This design comes from an exercise in tuning for small area, a short achievable clock period and few clock cycles per item on the open sky130 flow, not from production work.
Where RTL was checked, it was by simulation tests only, not by an equivalence proof against the original.

==> harbor: inputs <==
==> flow/design.v (excerpt) <==
module vint_unit (
    input  wire        clk,
    input  wire        rst,
    input  wire        in_valid,
    output wire        in_ready,
    input  wire [5:0]  in_func,
    input  wire        in_type,
    input  wire        in_zero,
    input  wire [3:0]  in_pred,
    input  wire [63:0] in_a,
    input  wire [63:0] in_b,
    input  wire [63:0] in_d,
    output reg         out_valid,
    output reg  [63:0] out_d,
    output reg  [3:0]  out_p,
    output reg         out_sat
);
    function [7:0] pass_mask(input [5:0] f, input t, input [3:0] p);
        reg mul, hi;
        begin
            mul = (f == 6'h06) | (f == 6'h07) | (f == 6'h08);
            hi  = (f == 6'h07) | (f == 6'h08);
            if (!mul)
                pass_mask = 8'h00;
            else if (!t)
                pass_mask = {4'h0, p};
            else
                pass_mask = {p[1] & hi, {3{p[1]}}, p[0] & hi, {3{p[0]}}};
        end
    endfunction
    function [7:0] lowbit(input [7:0] m);
        lowbit = m & (~m + 8'd1);
    endfunction
    reg        rdy;           
    reg  [7:0] cur;           
    reg  [7:0] rem;           
    assign in_ready = rdy;
    wire en = (rem == 8'h00);   
    wire take = in_valid & en;
    wire [7:0] in_mask  = pass_mask(in_func, in_type, in_pred);
    wire [7:0] in_low   = lowbit(in_mask);
    wire [7:0] in_rest  = in_mask & ~in_low;
    wire [7:0] rem_low  = lowbit(rem);
    wire [7:0] rem_rest = rem & ~rem_low;
    reg        s1_v;
    reg [5:0]  s1_f;
    reg        s1_t;
    reg        s1_z;
    reg [3:0]  s1_p;
    reg [63:0] s1_a, s1_b, s1_d;
    reg [3:0]  s1_sub, s1_neg, s1_cin;
  ...
export LEC_CHECK = 0
export ABC_AREA = 1
export CAP_MARGIN = 20
export CORE_MARGIN = 2
export CORE_UTILIZATION = 45
export SLEW_MARGIN = 20
create_clock -name core_clock -period 16.0 [get_ports {clk}]
standard.sh (not shown) runs the stock make flow with config.mk's settings and CLKGATE_MAP_FILE= SYNTH_SCRIPT=/design/flow/synth_recipe.tcl, a recipe that flattens the netlist after the stock synthesis.
==> flow/flow/run.sh <==
#!/bin/bash
# The standard layout, with timing repair aimed well below the (loose) clock
# period so that the achieved period is short.
set -euo pipefail
cd "$(dirname "$0")/.."
bash standard.sh SETUP_SLACK_MARGIN=${MARGIN:-10.5} finish > standard.log 2>&1
==> inputs of delta, as changes to harbor <==
--- a/flow/design.v
+++ b/flow/design.v
@@ -867,28 +867,27 @@
     reg [5:0]  s1_f;
     reg        s1_t;
     reg        s1_z;
     reg [3:0]  s1_p;
     reg [63:0] s1_a, s1_b, s1_d;
-    reg [3:0]  s1_sub, s1_neg, s1_cin;
-    wire [3:0] in_act = in_type ? {in_pred[1], in_pred[1], in_pred[0], in_pred[0]} : in_pred;
+    reg        s1_sub, s1_neg, s1_cin;    
     wire i_sub = (in_func == 6'h01) | (in_func == 6'h04) | (in_func == 6'h05) |
                  (in_func == 6'h09) | (in_func == 6'h0A) | (in_func == 6'h0B) |
-                 (in_func == 6'h0C) | (in_func == 6'h10) | (in_func[5:3] == 3'b100);
+                 (in_func == 6'h0C) | (in_func[5:3] == 3'b100);
     wire i_neg = (in_func == 6'h14) | (in_func == 6'h15);
     always @(posedge clk) begin
         if (en) begin
             s1_f <= in_func;
             s1_t <= in_type;
             s1_z <= in_zero;
             s1_p <= in_pred;
             s1_a <= in_a;
             s1_b <= in_b;
             s1_d <= in_d;
-            s1_sub <= {4{i_sub}} & in_act;
-            s1_neg <= {4{i_neg}} & in_act;
-            s1_cin <= {4{i_sub | i_neg | (in_func == 6'h16)}} & in_act;
+            s1_sub <= i_sub;
+            s1_neg <= i_neg;
+            s1_cin <= i_sub | i_neg | (in_func == 6'h16);
         end
         if (rst) begin
             s1_v <= 1'b0;
             rdy  <= 1'b1;
             cur  <= 8'h00;
@@ -994,13 +993,13 @@
     input  wire        z,
     input  wire [3:0]  p,
     input  wire [63:0] a,
     input  wire [63:0] b,
     input  wire [63:0] d,
-    input  wire [3:0]  op_sub,    
-    input  wire [3:0]  op_neg,    
-    input  wire [3:0]  cin,       
+    input  wire        op_sub,    
+    input  wire        op_neg,    
+    input  wire        cin,
     output wire [63:0] merged,
     output wire [3:0]  pres,
     output wire        sat_any
 );
     wire f_add   = (f == 6'h00);
@@ -1028,33 +1027,27 @@
     wire f_ne    = (f == 6'h21);
     wire f_lt    = (f == 6'h22);
     wire f_le    = (f == 6'h23);
     wire f_ltu   = (f == 6'h24);
     wire f_leu   = (f == 6'h25);
-    wire [63:0] negm = {{16{op_neg[3]}}, {16{op_neg[2]}}, {16{op_neg[1]}}, {16{op_neg[0]}}};
-    wire [63:0] subm = {{16{op_sub[3]}}, {16{op_sub[2]}}, {16{op_sub[1]}}, {16{op_sub[0]}}};
-    wire [63:0] x = a ^ negm;
-    wire [63:0] y = (b & ~negm) ^ subm;
-    wire gx1 = t | cin[1], gy1 = ~t & cin[1];
-    wire gx3 = t | cin[3], gy3 = ~t & cin[3];
-    wire [34:0] sum_l = {1'b0, x[31:16], gx1, x[15:0], 1'b1}
-                      + {1'b0, y[31:16], gy1, y[15:0], cin[0]};
-    wire [34:0] sum_h = {1'b0, x[63:48], gx3, x[47:32], 1'b1}
-                      + {1'b0, y[63:48], gy3, y[47:32], cin[2]};
-    wire [63:0] s = {sum_h[33:18], sum_h[16:1], sum_l[33:18], sum_l[16:1]};
-    wire [3:0] co = {sum_h[34], sum_h[17], sum_l[34], sum_l[17]};
-    wire [63:0] pb = x ^ y;
-    wire [63:0] gb = x & y;
+    wire [63:0] x = a ^ {64{op_neg}};
+    wire [63:0] y = (b & {64{~op_neg}}) ^ {64{op_sub}};
+    wire gx1 = t | cin, gy1 = ~t & cin;
+    wire gx2 = cin,     gy2 = cin;
+    wire [68:0] sum_g = {1'b0, x[63:48], gx1, x[47:32], gx2, x[31:16], gx1, x[15:0], 1'b1}
+                      + {1'b0, y[63:48], gy1, y[47:32], gy2, y[31:16], gy1, y[15:0], cin};
+    wire [63:0] s = {sum_g[67:52], sum_g[50:35], sum_g[33:18], sum_g[16:1]};
+    wire [3:0] co = {sum_g[68], sum_g[51], sum_g[34], sum_g[17]};
     wire [3:0] sa, sx, sy, sr, eq16;
     genvar i, lv, L, j;
     generate
         for (i = 0; i < 4; i = i + 1) begin : g_lane
             assign sa[i]   = a[16*i+15];
             assign sx[i]   = x[16*i+15];
             assign sy[i]   = y[16*i+15];
             assign sr[i]   = s[16*i+15];
-            assign eq16[i] = &pb[16*i +: 16];    
+            assign eq16[i] = (a[16*i +: 16] == b[16*i +: 16]);
         end
     endgenerate
     wire [3:0] ovf_l = ~(sx ^ sy) & (sr ^ sx);
     wire [3:0] e_ovf  = t ? {ovf_l[3], ovf_l[3], ovf_l[1], ovf_l[1]} : ovf_l;
     wire [3:0] e_co   = t ? {co[3], co[3], co[1], co[1]} : co;
@@ -1136,13 +1129,12 @@
     assign avg[31]    = co[1];
     assign avg[46:32] = s[47:33];
     assign avg[47]    = t ? s[48] : co[2];
     assign avg[62:48] = s[63:49];
     assign avg[63]    = co[3];
-    wire l_g = f_and | f_or | f_andn;
-    wire l_p = f_or | f_xor;
-    wire [63:0] logic_r = ({64{l_g}} & gb) | ({64{l_p}} & pb);
+    wire [63:0] logic_r = ({64{f_and}} & (a & b)) | ({64{f_or}} & (a | b)) |
+                          ({64{f_xor}} & (a ^ b)) | ({64{f_andn}} & (a & ~b));
     reg [63:0] res;
     integer ln;
     always @* begin
         for (ln = 0; ln < 4; ln = ln + 1) begin
             res[16*ln +: 16] =
==> flow/run.sh (new file) <==
#!/bin/bash
# synth_recipe.tcl (not shown) runs the flow's synth.tcl, then flattens the netlist and writes it again
# the make line also repeats each setting of config.mk as NAME=value (left out here)
make -C /OpenROAD-flow-scripts/flow DESIGN_CONFIG=/design/flow/config.mk WORK_HOME=/design/flow/orfs CLKGATE_MAP_FILE= SYNTH_SCRIPT=/design/flow/synth_recipe.tcl finish
Settings changed: ABC_AREA 1 to unset, CORE_UTILIZATION 45 to 25.
removed: flow/flow/run.sh
removed: flow/standard.sh
==> flow_metrics.py <==
metrics = {
    "status": {
        "outcome": "complete, no violations",
    },
    "global_route": {
        "grt_pass1_vias": 45100,
    },
    "cells_and_area": {
        "seq_area_share_pct": 22.7,
    },
    "routing": {
        "wl_per_cell_um": 30.9,
    },
}
The numbers above come from delta.

==> flow_metrics.py <==
metrics = {
    "status": {
        "outcome": "complete, no violations",
    },
    "cells_and_area": {
        "seq_area_share_pct": 25.5,
    },
    "global_route": {
        "grt_pass1_vias": 41000,
    },
    "routing": {
        "wl_per_cell_um": 27.1,
    },
    "power_and_ir_drop": {
        "leakagePower_nw": 23.0,
    },
    "floorplanning": {
        "core-area_um2": 93200,
    },
}
The numbers above come from harbor.

Testbench counts of harbor, summed over its fixed seeds: cycles 20,548, items 16,000.
For delta, only the layout was checked, not whether the RTL still works.

port drivers added, routing unchanged:
The results above use ideal ports. As a check the final layouts listed here were re-extracted and re-timed, cells and wires unchanged.
Step 1 (the two cells are an assumption about what drives the block):
set clk [get_ports {clk}]
set_driving_cell -lib_cell sky130_fd_sc_hd__clkbuf_16 $clk
set_driving_cell -lib_cell sky130_fd_sc_hd__buf_2 [delete_from_list [all_inputs] $clk]
Step 2, shift: input delay + t, output delay - t, t = (earliest + latest rising clock arrival at the registers) / 2. This alone moves slack from input paths to output paths.
Slacks: ideal ports / drivers / drivers and shift; pairs: ideal ports / drivers.
run	shift t [ns]	slack for setup (ns)	worst setup path at the end	pins driven straight from the clock port
harbor	0.767	10.475 / 10.475 / 10.297	input to register	1
delta	0.818	8.261 / 8.261 / 8.261	register to register	1
After both steps setup and hold are still met in every run listed. The setup slack of harbor, which loses most, moves by 0.000 ns with the drivers and by -0.178 ns with both steps.
